This is an optimization exercise on Yosys and OpenROAD, whose aim is small area, a short achievable clock period and few clock cycles per item, not a production implementation.
At most, simulation tests tie the RTL to the original design; equivalence was not proved.
Power figures rest on the tool's default switching activity, not on a simulated workload.

==> flow/design.v (excerpt) <==
module rowq8 (
  input  wire        clk,
  input  wire        rst,             
  input  wire        in_valid,
  output wire        in_ready,
  input  wire [31:0] in_data,         
  output wire        out_valid,
  input  wire        out_ready,
  output wire [7:0]  out_q,           
  output wire        out_last,        
  output wire [31:0] out_scale,       
  output wire [7:0]  out_nonfinite,   
  output wire [7:0]  out_zero
);
Size in the first run: about 2,800 cells after synthesis, ~1,600 flip-flops, about 95 I/O pins.
export LEC_CHECK = 0
export CAP_MARGIN = 20
export CORE_MARGIN = 2
export CORE_UTILIZATION = 65
export PLACE_DENSITY = 0.75
export SLEW_MARGIN = 20
export SYNTH_MEMORY_MAX_BITS = 8192
export BUFFER_PORTS_ARGS = -buffer_cell sky130_fd_sc_hd__buf_2
export SETUP_SLACK_MARGIN = 9.5
create_clock -name core_clock -period 14.0 [get_ports {clk}]
standard.sh (not shown) runs the stock make flow with config.mk's settings and CLKGATE_MAP_FILE= SYNTH_SCRIPT=/design/flow/synth_recipe.tcl, a recipe that flattens the netlist after the stock synthesis.
==> flow/flow/run.sh <==
#!/bin/bash
# Own layout flow: the standard flow (standard.sh) with two extra ORFS settings
# appended to config.mk:
#  - the port buffers that global placement inserts are buf_2 cells instead of the
#    resizer's default pick (a slow delay buffer);
#  - timing repair aims for a setup slack margin, so the resizer also works on
#    paths that already meet the 14 ns clock.
# The clock, constraints, synthesis and every other step are the standard ones.
set -euo pipefail
cat >> config.mk <<'EOC'
export BUFFER_PORTS_ARGS = -buffer_cell sky130_fd_sc_hd__buf_2
export SETUP_SLACK_MARGIN = 9.5
EOC
bash standard.sh > standard_flow.log 2>&1
The first run completed with no timing, DRC or antenna violations.
Next try:
==> flow/run.sh (new file) <==
#!/bin/bash
# synth_recipe.tcl (not shown) runs the flow's synth.tcl, then flattens the netlist and writes it again
# the make line also repeats each setting of config.mk as NAME=value (left out here)
make -C /OpenROAD-flow-scripts/flow DESIGN_CONFIG=/design/flow/config.mk WORK_HOME=/design/flow/orfs CLKGATE_MAP_FILE= SYNTH_SCRIPT=/design/flow/synth_recipe.tcl finish
Settings changed: BUFFER_PORTS_ARGS -buffer_cell sky130_fd_sc_hd__buf_2 to unset, SETUP_SLACK_MARGIN 9.5 to unset.
removed: flow/flow/run.sh
removed: flow/standard.sh
Synthesized cell count is unchanged.
Clock-buffer cell count shrinks by 13.
Setup slack got worse by 0.36 ns.
Clock skew is about the same.
Final cell count stays flat.
Maximum frequency shrinks by about 8%.
Cell area goes up by 0.50%.
Global-route usage grows by 0.65 points.
Die area does not change.
Non-clock buffer count is higher by 2.
Function was not checked in any run of this note: the RTL went through the layout flow alone.

---

## pine
rowq8, a different RTL version from the one above (not shown whole).
For scale: ~1,600 flip-flops, roughly 95 I/O pins, about 0.042 mm^2 of cells after synthesis.
## rowq8
module rowq8 (
  input  wire        clk,
  input  wire        rst,             
  input  wire        in_valid,
  output wire        in_ready,
  input  wire [31:0] in_data,         
  output wire        out_valid,
  input  wire        out_ready,
  output wire [7:0]  out_q,           
  output wire        out_last,        
  output wire [31:0] out_scale,       
  output wire [7:0]  out_nonfinite,   
  output wire [7:0]  out_zero
);
clock: 14.0 ns
lec_check: 0
cap_margin: 20
core_margin: 2
core_utilization: 40
slew_margin: 20
synth_memory_max_bits: 8192
run.sh (not shown) runs the stock make flow with config.mk's settings and CLKGATE_MAP_FILE= SYNTH_SCRIPT=/design/flow/synth_recipe.tcl, a recipe that flattens the netlist after the stock synthesis.
Stock flow here: none of the scripts above is used.
Testbench counts of pine, summed over its fixed seeds: cycles 17,432, rows 128.
The inputs of maple differ from those of pine as listed below.
-- flow/config.mk --
<<< pine, line 9
export CORE_MARGIN = 2
export CORE_UTILIZATION = 40
export SLEW_MARGIN = 20
>>> maple, line 9
export CORE_MARGIN = 2
export CORE_UTILIZATION = 65
export CTS_BUF_LIST = sky130_fd_sc_hd__clkbuf_4 sky130_fd_sc_hd__clkbuf_8
export CTS_CLUSTER_SIZE = 30
export PLACE_DENSITY = 0.75
export SLEW_MARGIN = 20
Findings:
maple was carried through to the last stage, and its layout satisfied the timing, DRC and antenna checks.
Number of signal-net buffers in the layout was higher in pine than in maple.
maple against pine: power fell by about 3%, worst-path maximum fanout stayed essentially flat, placer congestion estimate fell by about 0.9%.

## port drivers added, routing unchanged
No port has a modelled driver above. Below, the same layouts with a new extraction and two added sets of constraints. Step 1 (the two cells are an assumption about what drives the block):
set clk [get_ports {clk}]
set_driving_cell -lib_cell sky130_fd_sc_hd__clkbuf_16 $clk
set_driving_cell -lib_cell sky130_fd_sc_hd__buf_2 [delete_from_list [all_inputs] $clk]
Step 2, shift: input delay + t, output delay - t, t = (earliest + latest rising clock arrival at the registers) / 2. This alone moves slack from input paths to output paths. a / b / c = ideal / step 1 / step 2; a / b = the first two.
run | t (ns) | setup slack, ns | clock arrival spread, ns | worst register clock-pin slew, ns
the first run of note 1 | 0.760 | 9.774 / 9.774 / 9.146 | 0.034 / 0.033 | 0.08 / 0.08
the second run of note 1 | 0.770 | 9.413 / 9.347 / 9.134 | 0.032 / 0.032 | 0.08 / 0.08
pine | 0.762 | 9.332 / 9.268 / 8.749 | 0.048 / 0.048 | 0.07 / 0.07
maple | 0.879 | 9.138 / 9.076 / 8.665 | 0.056 / 0.056 | 0.08 / 0.08
After both steps setup and hold are still met in every run listed. The setup slack of the first run of note 1, which loses most, moves by 0.000 ns with the drivers and by -0.628 ns with both steps.
